Source: an optimization exercise on an open RTL-to-GDS flow (aim: small area, a short achievable clock period and few clock cycles per item). Production flows keep margins and buffers that such runs may drop. The RTL of this run was laid out without a check of its function. Power is estimated from default activity; no workload was simulated.

`flow/config.mk`:
```
export PLATFORM = sky130hd
export DESIGN_NAME = can_fd_tx
export DESIGN_NICKNAME = can_fd_tx
export VERILOG_FILES = /design/flow/design.v
export SDC_FILE = /design/flow/constraint.sdc
export NUM_CORES = 4
export LEC_CHECK = 0
export CAP_MARGIN = 20
export CORE_MARGIN = 2
export CORE_UTILIZATION = 40
export PLACE_DENSITY = 0.6
export SLEW_MARGIN = 20
```
`flow/constraint.sdc`:
```
create_clock -name core_clock -period 5.0 [get_ports {clk}]
set_input_delay 1.0000 -clock core_clock [delete_from_list [all_inputs] [get_ports {clk}]]
set_output_delay 1.0000 -clock core_clock [all_outputs]
set_load 0.01 [all_outputs]
```
`flow/design.v`:
```
module can_fd_tx (
    input  wire        clk,
    input  wire        rst,
    input  wire        wr_en,
    input  wire [5:0]  wr_addr,
    input  wire [7:0]  wr_data,
    input  wire        start,
    input  wire [28:0] ident,
    input  wire        ide,
    input  wire        rtr,
    input  wire        fdf,
    input  wire        brs,
    input  wire        esi,
    input  wire [3:0]  dlc,
    output reg         busy,
    output reg         tx_valid,
    input  wire        tx_ready,
    output reg         tx_bit,
    output reg  [4:0]  tx_field,
    output reg         tx_stuff,
    output reg         tx_fast,
    output reg         tx_last
);
    localparam [4:0] F_SOF         = 5'h00;
    localparam [4:0] F_BASE_ID     = 5'h01;
    localparam [4:0] F_RTR_SRR     = 5'h02;
    localparam [4:0] F_IDE         = 5'h03;
    localparam [4:0] F_EXT_ID      = 5'h04;
    localparam [4:0] F_RTR2        = 5'h05;
    localparam [4:0] F_FDF         = 5'h06;
    localparam [4:0] F_RES         = 5'h07;
    localparam [4:0] F_BRS         = 5'h08;
    localparam [4:0] F_ESI         = 5'h09;
    localparam [4:0] F_DLC         = 5'h0A;
    localparam [4:0] F_DATA        = 5'h0B;
    localparam [4:0] F_STUFF_COUNT = 5'h0C;
    localparam [4:0] F_CRC         = 5'h0D;
    localparam [4:0] F_CRC_DELIM   = 5'h0E;
    localparam [4:0] F_ACK         = 5'h0F;
    localparam [4:0] F_ACK_DELIM   = 5'h10;
    localparam [4:0] F_EOF         = 5'h11;
    localparam [4:0] S_IDLE  = 5'd0;
    localparam [4:0] S_SOF   = 5'd1;
    localparam [4:0] S_BASE  = 5'd2;
    localparam [4:0] S_RTR1  = 5'd3;
    localparam [4:0] S_IDE   = 5'd4;
    localparam [4:0] S_EXT   = 5'd5;
    localparam [4:0] S_RTR2  = 5'd6;
    localparam [4:0] S_FDF   = 5'd7;
    localparam [4:0] S_RES   = 5'd8;
    localparam [4:0] S_BRS   = 5'd9;
    localparam [4:0] S_ESI   = 5'd10;
    localparam [4:0] S_DLC   = 5'd11;
    localparam [4:0] S_DATA  = 5'd12;
    localparam [4:0] S_CRC15 = 5'd13;
    localparam [4:0] S_FSB0  = 5'd14;
    localparam [4:0] S_FDCRC = 5'd15;
    localparam [4:0] S_CDEL  = 5'd16;
    localparam [4:0] S_ACK   = 5'd17;
    localparam [4:0] S_ADEL  = 5'd18;
    localparam [4:0] S_EOF   = 5'd19;
    localparam [4:0] S_DONE  = 5'd20;
    localparam [14:0] POLY15 = 15'h4599;
    localparam [16:0] POLY17 = 17'h1685B;
    localparam [20:0] POLY21 = 21'h102899;
    function [6:0] data_len;
        input [3:0] d;
        input       fd;
        input       remote;
        begin
            if (fd) begin
                case (d)
                    4'd9:    data_len = 7'd12;
                    4'd10:   data_len = 7'd16;
                    4'd11:   data_len = 7'd20;
                    4'd12:   data_len = 7'd24;
                    4'd13:   data_len = 7'd32;
                    4'd14:   data_len = 7'd48;
                    4'd15:   data_len = 7'd64;
                    default: data_len = {3'd0, d};
                endcase
            end else if (remote) begin
                data_len = 7'd0;
            end else if (d > 4'd8) begin
                data_len = 7'd8;
            end else begin
                data_len = {3'd0, d};
            end
        end
    endfunction
    reg [7:0] buffer [0:63];
    always @(posedge clk) begin
        if (wr_en && !busy)
            buffer[wr_addr] <= wr_data;
    end
    reg [10:0] h_base;
    reg [17:0] h_ext;
    reg        h_ide;
    reg        h_rtr;      
    reg        h_fdf;
    reg        h_brs;
    reg        h_esi;
    reg [3:0]  h_dlc;
    reg [6:0]  h_len;
    wire accept = start && !busy;
    reg [4:0]  state;
    reg [9:0]  cnt;         
    reg [2:0]  run;         
    reg        stuff_due;   
    reg        fsb_due;     
    reg [2:0]  stuff_cnt;   
    reg [14:0] crc15;
    reg [16:0] crc17;
    reg [20:0] crc21;
    wire        fast_phase = h_fdf && h_brs;
    wire [9:0]  data_bits  = {h_len, 3'b000};
    wire [7:0]  cur_byte   = buffer[cnt[8:3]];
    wire [2:0]  sc_gray    = stuff_cnt ^ (stuff_cnt >> 1);
    wire [3:0]  sc_bits    = {sc_gray, ^sc_gray};
    wire        fd_wide    = (h_len > 7'd16);
    wire [5:0]  fdcrc_bits = fd_wide ? 6'd25 : 6'd21;    
    wire [9:0]  crc_idx    = cnt - 10'd4;
    reg        g_lvl;
    reg [4:0]  g_fld;
    reg        g_fast;
    reg        g_dyn;        
    reg        g_dyn_end;    
    reg        g_crc15;      
    reg        g_fdcrc;      
    reg        g_last;
    reg [4:0]  g_state;
    reg [9:0]  g_cnt;
    always @* begin
        g_lvl     = 1'b1;
        g_fld     = F_EOF;
        g_fast    = 1'b0;
        g_dyn     = 1'b0;
        g_dyn_end = 1'b0;
        g_crc15   = 1'b0;
        g_fdcrc   = 1'b0;
        g_last    = 1'b0;
        g_state   = state;
        g_cnt     = cnt + 10'd1;
        case (state)
            S_SOF: begin
                g_lvl = 1'b0; g_fld = F_SOF; g_dyn = 1'b1; g_crc15 = 1'b1;
                g_state = S_BASE; g_cnt = 10'd0;
            end
            S_BASE: begin
                g_lvl = h_base[10 - cnt[3:0]]; g_fld = F_BASE_ID;
                g_dyn = 1'b1; g_crc15 = 1'b1;
                if (cnt == 10'd10) begin g_state = S_RTR1; g_cnt = 10'd0; end
            end
            S_RTR1: begin
                g_lvl = h_ide ? 1'b1 : h_rtr; g_fld = F_RTR_SRR;
                g_dyn = 1'b1; g_crc15 = 1'b1;
                g_state = S_IDE; g_cnt = 10'd0;
            end
            S_IDE: begin
                g_lvl = h_ide; g_fld = F_IDE; g_dyn = 1'b1; g_crc15 = 1'b1;
                g_state = h_ide ? S_EXT : S_FDF; g_cnt = 10'd0;
            end
            S_EXT: begin
                g_lvl = h_ext[17 - cnt[4:0]]; g_fld = F_EXT_ID;
                g_dyn = 1'b1; g_crc15 = 1'b1;
                if (cnt == 10'd17) begin g_state = S_RTR2; g_cnt = 10'd0; end
            end
            S_RTR2: begin
                g_lvl = h_rtr; g_fld = F_RTR2; g_dyn = 1'b1; g_crc15 = 1'b1;
                g_state = S_FDF; g_cnt = 10'd0;
            end
            S_FDF: begin
                g_lvl = h_fdf; g_fld = F_FDF; g_dyn = 1'b1; g_crc15 = 1'b1;
                g_state = (h_fdf || h_ide) ? S_RES : S_DLC; g_cnt = 10'd0;
            end
            S_RES: begin
                g_lvl = 1'b0; g_fld = F_RES; g_dyn = 1'b1; g_crc15 = 1'b1;
                g_state = h_fdf ? S_BRS : S_DLC; g_cnt = 10'd0;
            end
            S_BRS: begin
                g_lvl = h_brs; g_fld = F_BRS; g_dyn = 1'b1; g_crc15 = 1'b1;
                g_state = S_ESI; g_cnt = 10'd0;
            end
            S_ESI: begin
                g_lvl = h_esi; g_fld = F_ESI; g_fast = fast_phase;
                g_dyn = 1'b1; g_crc15 = 1'b1;
                g_state = S_DLC; g_cnt = 10'd0;
            end
            S_DLC: begin
                g_lvl = h_dlc[3 - cnt[1:0]]; g_fld = F_DLC; g_fast = fast_phase;
                g_dyn = 1'b1; g_crc15 = 1'b1;
                if (cnt == 10'd3) begin
                    g_cnt = 10'd0;
                    if (h_len != 7'd0)
                        g_state = S_DATA;
                    else if (h_fdf) begin
                        g_state = S_FSB0; g_dyn_end = 1'b1;
                    end else
                        g_state = S_CRC15;
                end
            end
            S_DATA: begin
                g_lvl = cur_byte[3'd7 - cnt[2:0]]; g_fld = F_DATA; g_fast = fast_phase;
                g_dyn = 1'b1; g_crc15 = 1'b1;
                if (cnt == data_bits - 10'd1) begin
                    g_cnt = 10'd0;
                    if (h_fdf) begin
                        g_state = S_FSB0; g_dyn_end = 1'b1;
                    end else
                        g_state = S_CRC15;
                end
            end
            S_CRC15: begin
                g_lvl = crc15[14 - cnt[3:0]]; g_fld = F_CRC; g_dyn = 1'b1;
                if (cnt == 10'd14) begin g_state = S_CDEL; g_cnt = 10'd0; end
            end
            S_FSB0: begin
                g_fld = F_STUFF_COUNT; g_fast = fast_phase;
                g_state = S_FDCRC; g_cnt = 10'd0;
            end
            S_FDCRC: begin
                g_fast = fast_phase;
                if (cnt < 10'd4) begin
                    g_lvl = sc_bits[3 - cnt[1:0]]; g_fld = F_STUFF_COUNT; g_fdcrc = 1'b1;
                end else begin
                    g_lvl = fd_wide ? crc21[20 - crc_idx[4:0]] : crc17[16 - crc_idx[4:0]];
                    g_fld = F_CRC;
                end
                if (cnt == {4'd0, fdcrc_bits} - 10'd1) begin
                    g_state = S_CDEL; g_cnt = 10'd0;
                end
            end
            S_CDEL: begin
                g_fld = F_CRC_DELIM; g_state = S_ACK; g_cnt = 10'd0;
            end
            S_ACK: begin
                g_fld = F_ACK; g_state = S_ADEL; g_cnt = 10'd0;
            end
            S_ADEL: begin
                g_fld = F_ACK_DELIM; g_state = S_EOF; g_cnt = 10'd0;
            end
            S_EOF: begin
                g_fld = F_EOF;
                if (cnt == 10'd6) begin g_last = 1'b1; g_state = S_DONE; end
            end
            default: begin
                g_state = state; g_cnt = cnt;
            end
        endcase
    end
    function [14:0] crc15_step;
        input [14:0] c;
        input        b;
        begin
            crc15_step = {c[13:0], 1'b0} ^ ((b ^ c[14]) ? POLY15 : 15'd0);
        end
    endfunction
    function [16:0] crc17_step;
        input [16:0] c;
        input        b;
        begin
            crc17_step = {c[15:0], 1'b0} ^ ((b ^ c[16]) ? POLY17 : 17'd0);
        end
    endfunction
    function [20:0] crc21_step;
        input [20:0] c;
        input        b;
        begin
            crc21_step = {c[19:0], 1'b0} ^ ((b ^ c[20]) ? POLY21 : 21'd0);
        end
    endfunction
    wire load = busy && (!tx_valid || tx_ready) && (state != S_DONE);
    wire [2:0] g_run = (state == S_SOF || g_lvl != tx_bit) ? 3'd1 : run + 3'd1;
    always @(posedge clk) begin
        if (rst) begin
            busy     <= 1'b0;
            tx_valid <= 1'b0;
            state    <= S_IDLE;
        end else if (accept) begin
            h_base    <= ide ? ident[28:18] : ident[10:0];
            h_ext     <= ident[17:0];
            h_ide     <= ide;
            h_rtr     <= fdf ? 1'b0 : rtr;
            h_fdf     <= fdf;
            h_brs     <= fdf ? brs : 1'b0;
            h_esi     <= esi;
            h_dlc     <= dlc;
            h_len     <= data_len(dlc, fdf, rtr);
            busy      <= 1'b1;
            tx_valid  <= 1'b0;
            state     <= S_SOF;
            cnt       <= 10'd0;
            run       <= 3'd0;
            stuff_due <= 1'b0;
            fsb_due   <= 1'b0;
            stuff_cnt <= 3'd0;
            crc15     <= 15'd0;
            crc17     <= 17'h10000;
            crc21     <= 21'h100000;
        end else if (busy) begin
            if (tx_valid && tx_ready && tx_last) begin
                busy     <= 1'b0;
                tx_valid <= 1'b0;
                state    <= S_IDLE;
            end else if (load) begin
                tx_valid <= 1'b1;
                if (stuff_due) begin
                    tx_bit    <= ~tx_bit;
                    tx_stuff  <= 1'b1;
                    tx_fast   <= g_fast;
                    tx_last   <= 1'b0;
                    run       <= 3'd1;
                    stuff_due <= 1'b0;
                    stuff_cnt <= stuff_cnt + 3'd1;
                    crc17     <= crc17_step(crc17, ~tx_bit);
                    crc21     <= crc21_step(crc21, ~tx_bit);
                end else if (fsb_due || state == S_FSB0) begin
                    tx_bit    <= ~tx_bit;
                    tx_stuff  <= 1'b1;
                    tx_fast   <= fast_phase;
                    tx_last   <= 1'b0;
                    fsb_due   <= 1'b0;
                    if (state == S_FSB0) begin
                        tx_field <= F_STUFF_COUNT;
                        state    <= g_state;
                        cnt      <= g_cnt;
                    end
                end else begin
                    tx_bit   <= g_lvl;
                    tx_field <= g_fld;
                    tx_stuff <= 1'b0;
                    tx_fast  <= g_fast;
                    tx_last  <= g_last;
                    state    <= g_state;
                    cnt      <= g_cnt;
                    run      <= g_run;
                    stuff_due <= g_dyn && !g_dyn_end && (g_run == 3'd5);
                    if (state == S_FDCRC && cnt[1:0] == 2'd3 &&
                        cnt != {4'd0, fdcrc_bits} - 10'd1)
                        fsb_due <= 1'b1;
                    if (g_crc15)
                        crc15 <= crc15_step(crc15, g_lvl);
                    if ((g_dyn && !(state == S_CRC15)) || g_fdcrc) begin
                        crc17 <= crc17_step(crc17, g_lvl);
                        crc21 <= crc21_step(crc21, g_lvl);
                    end
                end
            end
        end
    end
endmodule
```
`flow/run.sh`:
```
#!/bin/bash
# synth_recipe.tcl (not shown) runs the flow's synth.tcl, then flattens the netlist and writes it again
# the make line also repeats each setting of config.mk as NAME=value (left out here)
make -C /OpenROAD-flow-scripts/flow DESIGN_CONFIG=/design/flow/config.mk WORK_HOME=/design/flow/orfs CLKGATE_MAP_FILE= SYNTH_SCRIPT=/design/flow/synth_recipe.tcl finish
```
==> run summary <==
final cells by class:
cell class	count	area, um^2	share of cell area (%)
timing repair buffer	141	1227	3.797
inverter	22	82.58	0.2554
multi-input combinational	1052	8232	25.46
clock buffer	84	1834	5.674
clock inverter	39	376.6	1.165
antenna	1	2.502	0.007741
sequential	650	19400	60.00
tap	940	1176	3.638
final timing paths:
path,to
worst min-delay path,crc17[12]$_SDFFCE_PP0P_
worst max-delay path,crc15[10]$_SDFFCE_PP0P_
worst max register to register,crc15[10]$_SDFFCE_PP0P_
worst min register to register,crc17[12]$_SDFFCE_PP0P_
power by group through the flow:
stage | combinational (mW) | clock (mW) | sequential, mW
global placement | 1.03 | 0 | 6.26
CTS | 1.05 | 5.12 | 6.15
finish | 1.05 | 5.03 | 6.15
global route | 1.12 | 5.35 | 6.15
detailed placement | 1.05 | 0 | 6.26
floorplan | 0.660 | 0 | 6.22
placed cells by master, fill, tap and decap left out, drive strengths merged, types with 5 or more instances in the layout:
cell type / count
a2111oi: 5
a211oi: 7
a21boi: 5
a21o: 5
a21oi: 77
a22oi: 103
a31oi: 10
and2: 41
and3: 9
buf: 82
bufinv: 6
clkbuf: 84
clkdlybuf4s50: 59
clkinv: 26
clkinvlp: 5
dfxtp: 13
edfxtp: 637
ha: 18
inv: 24
mux2: 13
mux2i: 237
mux4: 49
nand2: 79
nand2b: 31
nand3: 32
nand3b: 6
nand4: 10
nor2: 131
nor2b: 23
nor3: 15
o21ai: 25
o22ai: 6
o41ai: 14
or3: 7
xnor2: 22
xor2: 12
stage by stage:
stage / setup WS, ns / hold slack (ns) / util [%] / area, um^2
global route: 0.3373 / 0.5795 / 46.24 / 32330
global placement: 0.6140 / 0.5251 / 43.06 / 30100
floorplan: 0.8270 / 0.5183 / - / 28190
finish: 0.5496 / 0.5474 / 46.25 / 32330
detailed placement: 0.5735 / 0.5395 / 43.06 / 30100
CTS: 0.5428 / 0.5522 / 46.23 / 32310
sequential cells by signal, summed over array words and instances, names as in the netlist, 3 cells and up, named ones only:
signal	cells
buffer	512
crc21	21
h_ext	18
crc17	17
crc15	15
h_base	11
cnt	10
h_len	7
state	5
tx_field	5
h_dlc	4
run	3
stuff_cnt	3
cells by family (layout without fill, tap and decap cells):
logic type,Yosys count,in the layout,synth area share [%]
other,0,1,0
xor gates and xnor gates,34,34,1.083
DFF,650,650,68.79
adders and majority gates,18,18,0.7990
and+or+nand+nor,404,404,7.093
AOI/OAI and AO/OA,297,297,7.311
buffers and inverters,129,286,2.077
muxes,299,299,12.85
routing by layer:
metal  share of wire [%]  wire, um
met5               0.018        13
met4                 2.2      1580
met3                 8.3      5945
met2                  46     32950
met1                  43     30900
==> results by group <==
CTS
  – Clock latency (worst-skew pair): 0.62 ns
  – Hold Buf Count CTS: 0
  – Clock transition at path regs: 0.06 ns
  – CTS Buf Count: 68
  – Clock sink count: 650
  – Root Driver: clkbuf_16
  – Post_cts resized: 0
  – CTS tree: done
  – # H-tree levels: 3
  – Clock Path Buffers: 3
  – Setup bufs post-CTS: 0

Synthesis
  – Sequential area share after synthesis: 68.79%
  – Synth Register Bits: 650
  – Synth top cells by count: edfxtp_1, mux2i_1, nor2_1
  – Count leader, synth: edfxtp_1
  – Netlist cell types: 75
  – Top cells by area, synth: edfxtp_1, mux2i_1, mux4_2
  – Avg Cell Area, Syn: 15.39 um^2
  – Post-synth ARST share: 0%
  – Main synth FF type: edfxtp_1
  – Syn. warnings: 1
  – EDFF count, synth: 637
  – Mapped cell area: 28,190 um^2
  – Syn Inst Count: 1,831
  – Yosys top cell by area: edfxtp_1
  – Syn nets: 1,906
  – Share of the synthesized area in the top cell type: 67.86%

Power and ir drop
  – Tot Pwr: 12.23 mW
  – Sw frac: 23.00%
  – Clk network pwr share: 41.2%
  – Internal power: 9.417 mW
  – Pwr/cell area: 378.3 nW/um^2
  – Leak: 10.76 nW
  – Peak supply drop: 0.0002228 V
  – Switching power: 2.813 mW
  – Flop pwr share: 50.3%
  – Comb power frac: 8.6%

Cells and area
  – # fillers: 6,139
  – Nets: 2,010
  – Cell Count, Final, Fillers Out: 2,929
  – Layout cells sized above 1: 13.58%
  – Area Overhead vs Synth: 14.69%

GRT
  – Met1 usage: 27.88%
  – All-layer global routing usage: 19.55%
  – Met3 Track Usage GR: 4.097%
  – Met2 usage: 30.13%
  – Antenna violations before repair: 2
  – Grt total ovfl: 0
  – Largest net degree at the start of global routing: 70
  – Vias in the first global route: 16,280
  – First-pass GRT wire length: 106,700 um
  – Global routing's busiest layer: met2

STA
  – Max transition margin: 28.80%
  – Final period util: 89.01%
  – Final Skew: 0.02435 ns
  – Final setup viols: 0
  – Final Hold Violating Endpoints: 0
  – Achievable Freq: 224.7 MHz
  – Final Critical Period: 4.450 ns
  – Setup tns final: 0 ns
  – Slew Viols, Final: 0
  – Least-Margin Pin Slew: 1.068 ns
  – RSZ-0062 raised after global routing: no

Detailed routing
  – Final ANT Viol Nets: 0
  – Via density: 5.650
  – Via Count: 16,550
  – Drt pass-1 iters: 5
  – WL/cell: 24.37 um
  – DRC: 0
  – Post-Route WL: 71,390 um
  – Initial drt markers: 1,782

Setup path
  – R2R depth: 10
  – CP Capture Type: flop
  – Critical path depth: 10
  – Critical Path Start Type: flop
  – Worst path slowest cell: dfxtp_2
  – Internal reg-to-reg setup slack: 0.55 ns
  – Worst path bufs/invs: 1
  – Crit Path Category: flop to flop
  – Top delay family on crit path: compound AO/OA/AOI/OAI gates
  – Crit Path Max Fanout: 21
  – Max incr delay on CP: 0.69 ns
  – Critical path required time: 5.34 ns
  – Worst path arrival time: 4.79 ns
  – CP cell instances: nor2b_2 -> buf_4 -> a22oi_1 -> a21oi_1 -> o41ai_1 -> a41oi_1 -> a311oi_2 -> a21oi_2 -> xnor2_2 -> mux2i_1

Floorplan
  – Die height: 269.5 um
  – I/O Pins: 68
  – Core area: 69,910 um^2
  – Starting Density: 40.32%
  – Die Footprint: 72,610 um^2
  – Chip width: 269.5 um
  – Row Count: 97

Worst hold path
  – Worst hold start: crc17[11]$_SDFFCE_PP0P_
  – Worst hold stages: 1
  – Hold Path Class: flop to flop

Job
  – Max Cap Viol: 0

Place
  – IO buf count: 67
  – DP HPWL: 46,480 um
  – Placer Congestion: 0.8942
  – Post-Place Cells: 2,804

Status
  – Outcome: complete, no violations

## what the ideal ports hide
The flow's constraints put no driver on any port. The routed layout listed below was extracted and timed again, unchanged, in two steps.
Step 1: set_driving_cell puts a clkbuf_16 on clk and a buf_2 on each other input, an assumption about the parent block.
Step 2 moves the port delays by t, midway between the first and last clock arrival at a register: inputs arrive t later, outputs are due t later. That takes back most of the time a late clock gives input paths.
Three values: no drivers, after step 1, after step 2; two values: the first two.
t (ns): 0.671
setup WS [ns]: 0.550 / 0.550 / 0.550
hold slack, ns: 0.547 / 0.547 / 0.547
worst setup path after step 2: register to register
pins driven straight from the clock port: 1
After both steps this run still meets setup and hold. The setup slack of this run moves by 0.000 ns with the drivers and by 0.000 ns with both steps.
